From an optimization exercise on the open Yosys and OpenROAD flow, aimed at small area, a short achievable clock period and few clock cycles; shortcuts taken in it are not production practice. RTL that was checked went through simulation tests only; none was proved equivalent to the original.

Design cc_pi, start of the top module:
module cc_pi (
    input  wire        clk,
    input  wire        rst,           
    input  wire        in_valid,
    output wire        in_ready,
    input  wire [31:0] in_e,
    input  wire [31:0] in_ff,
    input  wire [31:0] in_r,          
    input  wire [31:0] in_kp,
    input  wire [31:0] in_kit,
    input  wire [31:0] in_lo,
    input  wire [31:0] in_hi,
    input  wire [31:0] in_i0,
    output reg         out_valid,
    output wire [31:0] out_y,
    output wire [31:0] out_i,
    output reg         out_held
);
    function [31:0] flush(input [31:0] x);
        flush = (x[30:23] == 8'h00) ? {x[31], 31'd0} : x;
    endfunction
    function is_nan(input [31:0] x);
        is_nan = (x[30:23] == 8'hff) && (x[22:0] != 0);
    endfunction
    function is_fin(input [31:0] x);
        is_fin = (x[30:23] != 8'hff);
    endfunction
    function lt(input [31:0] a, input [31:0] b);
        if (is_nan(a) || is_nan(b))                  lt = 1'b0;
        else if (a[30:0] == 0 && b[30:0] == 0)       lt = 1'b0;
        else if (a[31] != b[31])                     lt = a[31];
        else if (!a[31])                             lt = a[30:0] < b[30:0];
        else                                         lt = a[30:0] > b[30:0];
    endfunction
    reg        rdy;
    reg [31:0] e, kp, kit, ff1, lo1, hi1, i01;
    reg        r1, n1;
    wire       acc_in = in_valid && rdy;
    wire       r_true = !in_r[31] && (in_r[30:23] >= 8'h7e) &&
                        !((in_r[30:23] == 8'hff) && (in_r[22:0] != 0));
    wire       nan_in = is_nan(in_e) || is_nan(in_ff);
    wire       short  = r_true || nan_in;
    always @(posedge clk) begin
        if (rdy) begin
            e   <= in_e;
            kp  <= in_kp;
            ff1 <= in_ff;
            lo1 <= in_lo;
            hi1 <= in_hi;
        end
  ...
For scale: roughly 460 flip-flops, ~330 I/O pins, roughly 0.048 mm² of cells after synthesis.
export LEC_CHECK = 0
export ABC_AREA = 1
export CAP_MARGIN = 20
export CORE_MARGIN = 2
export CORE_UTILIZATION = 40
export SLEW_MARGIN = 20
export TNS_END_PERCENT = 20
create_clock -name core_clock -period 30.0 [get_ports {clk}]
standard.sh (not shown) runs the stock make flow with config.mk's settings and CLKGATE_MAP_FILE= SYNTH_SCRIPT=/design/flow/synth_recipe.tcl, a recipe that flattens the netlist after the stock synthesis.
==> flow/flow/run.sh <==
#!/bin/bash
# Standard layout (the standard.sh, unchanged synthesis and steps), with
# repair_timing asked to aim for a larger setup slack than the clock needs,
# so that it shortens the critical paths. Constraints are the design's.
set -euo pipefail
MARGIN=${MARGIN:-$(cat flow/margin.txt)}
bash standard.sh finish SETUP_SLACK_MARGIN=$MARGIN > flow_make.log 2>&1
==> flow/flow/margin.txt <==
16
The first run completed with no timing, DRC or antenna violations.
Change:
==> flow/flow/margin.txt (replaced) <==
14
- TNS_END_PERCENT: 20 -> unset
Outcome: The new run completed without violations. Clock-buffer cell count is unchanged. Hold slack barely changes. Routed wire length came out lower by 2.0%. Register-to-register slack gets worse by 1.6 ns. Synthesized cell count does not change. Non-clock buffer count drops by 60. Cell area fell by 2.4%. Setup slack is worse by 1.6 ns.
Change:
==> flow/flow/margin.txt (replaced) <==
16
The new run completed without violations. Critical path depth goes down by 1. Final area came out higher by 2.6%. Wire length goes up by about 2%. Non-clock buffer count is higher by 64. Setup slack gains 1.6 ns.
Function was not checked in any run of this note: the RTL went through the layout flow alone.

Setup of run A:
Another version of the RTL of cc_pi (not shown whole).
Size: roughly 6900 cells after synthesis.
==> flow/config.mk <==
export PLATFORM = sky130hd
export DESIGN_NAME = cc_pi
export DESIGN_NICKNAME = cc_pi
export VERILOG_FILES = /design/flow/design.v
export SDC_FILE = /design/flow/constraint.sdc
export NUM_CORES = 4
export LEC_CHECK = 0
export CAP_MARGIN = 20
export CORE_MARGIN = 2
export CORE_UTILIZATION = 40
export SLEW_MARGIN = 20
==> flow/constraint.sdc <==
create_clock -name core_clock -period 30.0 [get_ports {clk}]
set_input_delay 6.0000 -clock core_clock [delete_from_list [all_inputs] [get_ports {clk}]]
set_output_delay 6.0000 -clock core_clock [all_outputs]
set_load 0.01 [all_outputs]
==> flow/flow/margin.txt <==
16
Scripts as last shown in full above: flow/flow/run.sh
Testbench counts of run A, summed over its fixed seeds: cycles 9,352.
Input-level comparison between run B and run A:
# run A
export LEC_CHECK = 0
export CAP_MARGIN = 20
export CORE_MARGIN = 2
export CORE_UTILIZATION = 40
export SLEW_MARGIN = 20
create_clock -name core_clock -period 30.0 [get_ports {clk}]
# run B
export LEC_CHECK = 0
export ABC_AREA = 1
export CAP_MARGIN = 20
export CORE_MARGIN = 2
export CORE_UTILIZATION = 40
export SLEW_MARGIN = 20
create_clock -name core_clock -period 30.0 [get_ports {clk}]
Run B vs run A: count of buffering cells on the critical path with inverters included down
Compared with run A, run B shows a higher smallest hold slack.
What run C does differently from run B at the input level:
==> flow/flow/margin.txt <==
17
## What came out
- [run C vs run B] non-clock buffer count: higher in run C
- Run B -> run C: clock buffer instance count of the final layout delta 0, exact match
- Run C vs. run B: total routed wirelength went up by about 1.7%.
- Delta (run C minus run B): maximum net fanout on the critical path now smaller, worst setup slack now larger.

Setup of build 75:
Another version of the RTL of cc_pi (not shown whole).
Size in the first run: ~460 flip-flops, ~330 I/O pins, about 0.049 mm² of cells after synthesis.
==> flow/config.mk <==
export PLATFORM = sky130hd
export DESIGN_NAME = cc_pi
export DESIGN_NICKNAME = cc_pi
export VERILOG_FILES = /design/flow/design.v
export SDC_FILE = /design/flow/constraint.sdc
export NUM_CORES = 4
export LEC_CHECK = 0
export ABC_AREA = 1
export ABC_CLOCK_PERIOD_IN_PS = 10000
export CAP_MARGIN = 20
export CORE_MARGIN = 2
export CORE_UTILIZATION = 40
export SLEW_MARGIN = 20
export TNS_END_PERCENT = 0
==> flow/constraint.sdc <==
create_clock -name core_clock -period 30.0 [get_ports {clk}]
set_input_delay 6.0000 -clock core_clock [delete_from_list [all_inputs] [get_ports {clk}]]
set_output_delay 6.0000 -clock core_clock [all_outputs]
set_load 0.01 [all_outputs]
==> flow/flow/margin.txt <==
20
Scripts as last shown in full above: flow/flow/run.sh
Build 75 | stages: all done | timing, DRC, antenna: all pass
Testbench counts of build 75, summed over its fixed seeds: cycles 9,352.
Here is what was changed in the inputs of build 56 compared with build 75.
==> flow/flow/margin.txt <==
19
--- a/flow/config.mk
+++ b/flow/config.mk
@@ -9 +8,0 @@
-export ABC_CLOCK_PERIOD_IN_PS = 10000
@@ -14 +12,0 @@
-export TNS_END_PERCENT = 0
## What came out
The final layout from build 56, which completed every stage, passed the timing, DRC and antenna checks at the end of the flow. Build 56 vs build 75 — number of clock-tree buffers in the layout climbed by more than 10%. Final clock period utilization by the worst path came out higher on build 56 than on build 75.
Here is what was changed in the inputs of build 90 compared with build 56.
==> flow/flow/margin.txt <==
20
==> notes.md <==
Going from build 56 to build 90, the detailed-routing wirelength on met1 was found to have gone down by 1400 µm. Taking build 56 as the reference point, the final period utilization of build 90 falls by 1.6 points. The final reports for build 90 and build 56 show utilization higher in the former. In terms of combined global-route utilization of all metal layers, build 90 and build 56 differ only marginally. Build 90 falls short of build 56 in wire length of the first global-routing pass. Total number of vias on build 90 is behind build 56. Area taken by multi-input logic gates up 7.9% in build 90 wrt build 56. A capture point of the worst path of y_r[21] is what build 90 shows, while acc[5] belongs to build 56.
[inputs] build 61 vs build 90
--- a/flow/config.mk
+++ b/flow/config.mk
@@ -11,0 +12 @@
+export PLACE_DENSITY = 0.72
@@ -12,0 +14 @@
+export TNS_END_PERCENT = 0
[summary]
[build 61] fraction of area in registers rose 0.83 points relative to build 90. Changes observed in build 61 relative to build 90: hold slack rose 0.035 ns, met1 layer usage reported by global route now sits lower, final critical-path setup slack saw an increase. Build 61 against build 90: top achievable clock speed level, wire length on met1 lower, global-route usage lower, post-route cell area decreased by 4.4% relative to the old numbers, minimum clock period lower.

the reference run:
cc_pi, a different RTL version from the one above (not shown whole).
For scale: about 6800 cells after synthesis, roughly 460 flip-flops, ~330 I/O pins, ~50000 um^2 of cells after synthesis.
export LEC_CHECK = 0
export ABC_AREA = 1
export CAP_MARGIN = 20
export CORE_MARGIN = 2
export CORE_UTILIZATION = 60
export SLEW_MARGIN = 20
create_clock -name core_clock -period 30.0 [get_ports {clk}]
==> flow/flow/margin.txt <==
18
Scripts as last shown in full above: flow/flow/run.sh
The reference run was carried through to the last stage, and its layout satisfied the timing, DRC and antenna checks.
Input changes introduced in the trial run (baseline for comparison: the reference run):
# the reference run
export LEC_CHECK = 0
export ABC_AREA = 1
export CAP_MARGIN = 20
export CORE_MARGIN = 2
export CORE_UTILIZATION = 60
export SLEW_MARGIN = 20
create_clock -name core_clock -period 30.0 [get_ports {clk}]
# the trial run
export LEC_CHECK = 0
export ABC_AREA = 1
export CAP_MARGIN = 20
export CORE_MARGIN = 2
export CORE_UTILIZATION = 40
export SLEW_MARGIN = 20
create_clock -name core_clock -period 30.0 [get_ports {clk}]
==> flow/flow/margin.txt <==
16
==> comparison <==
Having completed the whole flow, the trial run delivered a layout that passed the timing, DRC and antenna checks. The reference run | stages: all done | timing, DRC, antenna: all pass. The trial run vs. the reference run: sum of net half-perimeters after detailed placement went up by about 8%. The worst hold slack number comes out lower for the reference run vs the trial run. Peak clock frequency supported by timing, the trial run vs the reference run: down slightly. When the trial run is set beside the reference run, its detailed-route wire length per cell turns out to be 5.7% smaller.
No run of this note included a check of the RTL's function; only the layout flow was run.

cc_pi, a different RTL version from the one above (not shown whole).
For scale: roughly 7000 cells after synthesis, about 460 flip-flops, about 330 I/O pins, about 49000 um^2 of cells after synthesis.
clock: 30.0 ns
lec_check: 0
abc_area: 1
cap_margin: 20
core_margin: 2
core_utilization: 40
slew_margin: 20
==> flow/flow/margin.txt <==
20
Scripts as last shown in full above: flow/flow/run.sh
The first run passed the timing, DRC and antenna checks.
Then changed:
==> flow/flow/margin.txt (replaced) <==
19
Outcome: Wire length decreases by 5.2%. Utilization decreases by 5.2 points. Die area is unchanged. Critical path depth increases by 5. Final area decreases by 9.9%. Cell count decreases by 3.0%. Worst hold slack degrades by 0.014 ns. Non-clock buffer count decreases by 267.
Then changed:
==> flow/flow/margin.txt (replaced) <==
18
The changed run completed without violations.
Sequential share of layout area goes up by 0.52 points.
Utilization goes down by 1.4 points.
Then changed:
==> flow/flow/margin.txt (replaced) <==
17
The new run went through all stages and came out clean.
Synthesized area does not change.
Via count drops by 0.36%.
Count of clock-buffer cells in the layout does not change.
Routed wire length drops by 0.71%.
Utilization falls by 0.54 points.
Worst setup slack is worse by 0.78 ns.
Clock skew is about the same.
Die area stays the same.
No functional check of the RTL was part of any run of this note.

onyx:
RTL: one of the versions met above, not the one the previous note started from.
For scale: ~7,100 cells after synthesis, roughly 460 flip-flops, ~330 I/O pins, ~0.049 sq mm of cells after synthesis.
Settings: LEC_CHECK=0, ABC_AREA=1, CAP_MARGIN=20, CORE_MARGIN=2, CORE_UTILIZATION=40, SLEW_MARGIN=20, TNS_END_PERCENT=0; clock period 30.0 ns.
==> flow/flow/margin.txt <==
22
Scripts as last shown in full above: flow/flow/run.sh
No stage failed in onyx, and the final checks on the layout all came back clean.
Testbench counts of onyx, summed over its fixed seeds: cycles 9,352.
For indigo, these inputs were changed with respect to onyx:
- a deleted TNS_END_PERCENT that had been 0
- an added PLACE_DENSITY of 0.7
- a change of CORE_UTILIZATION from 40 to 55
==> flow/flow/margin.txt <==
19
### Flow results
Going from onyx to indigo, via density per instance increased by about 6% relative to the old numbers; period utilization increased by 1.8 points relative to the old numbers; sequential share of cell area increased by 0.69 points relative to the old numbers; final area decreased by 0.0024 sq mm relative to the old numbers.
Layout filler cell count (indigo / onyx): 0.67
Between onyx and indigo, the routed via count does not differ in any meaningful way.
Going from onyx to indigo, number of well taps lower.
Changes in tundra relative to indigo:
- PLACE_DENSITY removed (was 0.7)
- CORE_UTILIZATION changed from 55 to 40
- TNS_END_PERCENT newly set to 0
==> flow/flow/run.sh <==
#!/bin/bash
# Standard layout (the standard.sh, unchanged synthesis and steps), with
# repair_timing asked to aim for a larger setup slack than the clock needs,
# so that it shortens the critical paths, and the buffers that synthesis put
# in removed before placement so that repair buffers the nets itself.
# Constraints are the design's.
set -euo pipefail
MARGIN=${MARGIN:-$(cat flow/margin.txt)}
bash standard.sh finish SETUP_SLACK_MARGIN=$MARGIN REMOVE_ABC_BUFFERS=1 > flow_make.log 2>&1
==> flow/flow/margin.txt <==
20
==> comparison <==
indigo: done, clean on timing, DRC and antenna
Both conditions hold for tundra: the flow ran to the end and the final layout passed the timing, DRC and antenna checks.
tundra reports its standard cell with the maximum stage delay on the critical path as sky130_fd_sc_hd__ha_1 while indigo reports sky130_fd_sc_hd__dfxtp_1.
Going from indigo to tundra, met3 demand-to-capacity share in global routing went down, wire length per cell after detailed routing closely matched the old numbers, met3 wire length lost 17%.

red:
cc_pi again, from the RTL that the note above started with.
clock: 30.0 ns
lec_check: 0
abc_area: 1
cap_margin: 20
core_margin: 2
core_utilization: 40
slew_margin: 20
tns_end_percent: 0
==> flow/flow/run.sh <==
#!/bin/bash
# Standard layout (the standard.sh, unchanged synthesis and steps), with
# repair_timing asked to aim for a larger setup slack than the clock needs,
# so that it shortens the critical paths. Constraints are the design's.
set -euo pipefail
MARGIN=${MARGIN:-$(cat flow/margin.txt)}
bash standard.sh finish SETUP_SLACK_MARGIN=$MARGIN > flow_make.log 2>&1
==> flow/flow/margin.txt <==
21
red: flow completed, timing, DRC and antenna clean
Testbench counts of red, summed over its fixed seeds: cycles 9,352.
diff inputs: red => blue
==> flow/flow/margin.txt <==
20
Findings:
Between blue and red, met2 usage is higher for red, blue comes in under that. blue vs. red: count of inverters not on the clock network in the layout roughly the same; largest fanout on the critical path now larger; length of routed met2 wiring decreased by 1.9% relative to the old numbers; achievable frequency lost 1.2 MHz. Diff red -> blue | number of signal-net buffers in the layout | down by a few percent. From red to blue the numbers moved as follows: number of stages on the worst setup path now smaller; post-route worst setup slack saw a decrease; number of buffers created by CTS fell 1. red reports its cell with the largest stage delay on the worst path as dfxtp_2 while blue reports o21ai_0.
What green does differently from blue at the input level:
Settings: SLEW_MARGIN now 5, was 20; CAP_MARGIN now 5, was 20.
[summary]
Compared with blue, green shows a lower register-to-register slack. blue -> green: worst hold slack flat. Across both runs, measured slew at the worst slew-check pin was higher for green than for blue. Any difference in wire length between green and blue is small enough to ignore. Summary of green over blue: critical path depth flat; post-route standard cell area excluding fillers did not really move. Cmp green vs blue: worst endpoint required time lower in green.

==> what the ideal ports hide <==
How much do the figures lean on ideal ports? The routed layouts below were timed once more, with nothing changed but the port constraints.
Step 1, drivers: a clkbuf_16 drives clk and a buf_2 each remaining input, both assumed.
Step 2, shift: input delay + t, output delay - t, t = (earliest + latest rising clock arrival at the registers) / 2. This alone moves slack from input paths to output paths.
Three values: ideal ports, drivers, drivers and shift; two values: the first two.
run | shift t [ns] | setup WS [ns] | hold WS [ns] | pins driven straight from the clock port
the first run of note 1 | 0.674 | 16.910 / 16.910 / 16.910 | 0.391 / 0.391 / 0.391 | 1
the second run of note 1 | 0.673 | 15.322 / 15.322 / 15.322 | 0.391 / 0.391 / 0.391 | 1
the third run of note 1 | 0.673 | 16.919 / 16.919 / 16.919 | 0.392 / 0.392 / 0.392 | 1
run A | 0.746 | 15.737 / 15.737 / 15.737 | 0.391 / 0.391 / 0.391 | 1
run B | 0.712 | 16.873 / 16.873 / 16.873 | 0.395 / 0.395 / 0.395 | 1
run C | 0.705 | 17.585 / 17.585 / 17.585 | 0.384 / 0.384 / 0.384 | 1
build 75 | 0.736 | 19.676 / 19.676 / 19.676 | 0.394 / 0.394 / 0.394 | 1
build 56 | 0.760 | 19.290 / 19.290 / 19.290 | 0.391 / 0.391 / 0.391 | 1
build 90 | 0.737 | 19.764 / 19.764 / 19.764 | 0.389 / 0.389 / 0.389 | 1
build 61 | 0.720 | 19.781 / 19.781 / 19.781 | 0.424 / 0.424 / 0.424 | 1
the reference run | 0.722 | 16.796 / 16.796 / 16.796 | 0.455 / 0.455 / 0.455 | 1
the trial run | 0.738 | 16.674 / 16.674 / 16.674 | 0.465 / 0.465 / 0.465 | 1
the first run of note 5 | 0.708 | 20.082 / 20.082 / 20.082 | 0.393 / 0.393 / 0.393 | 1
the second run of note 5 | 0.708 | 19.426 / 19.426 / 19.426 | 0.379 / 0.379 / 0.379 | 1
the third run of note 5 | 0.707 | 18.506 / 18.506 / 18.506 | 0.381 / 0.381 / 0.381 | 1
the fourth run of note 5 | 0.708 | 17.722 / 17.722 / 17.722 | 0.390 / 0.390 / 0.390 | 1
onyx | 0.745 | 19.804 / 19.804 / 19.804 | 0.351 / 0.351 / 0.351 | 1
indigo | 0.724 | 19.274 / 19.274 / 19.274 | 0.409 / 0.409 / 0.409 | 1
tundra | 0.750 | 19.465 / 19.465 / 19.465 | 0.366 / 0.366 / 0.366 | 1
red | 0.745 | 19.804 / 19.804 / 19.804 | 0.351 / 0.351 / 0.351 | 1
blue | 0.736 | 19.676 / 19.676 / 19.676 | 0.394 / 0.394 / 0.394 | 1
green | 0.736 | 19.659 / 19.659 / 19.659 | 0.394 / 0.394 / 0.394 | 1
After both steps setup and hold are still met in every run listed.
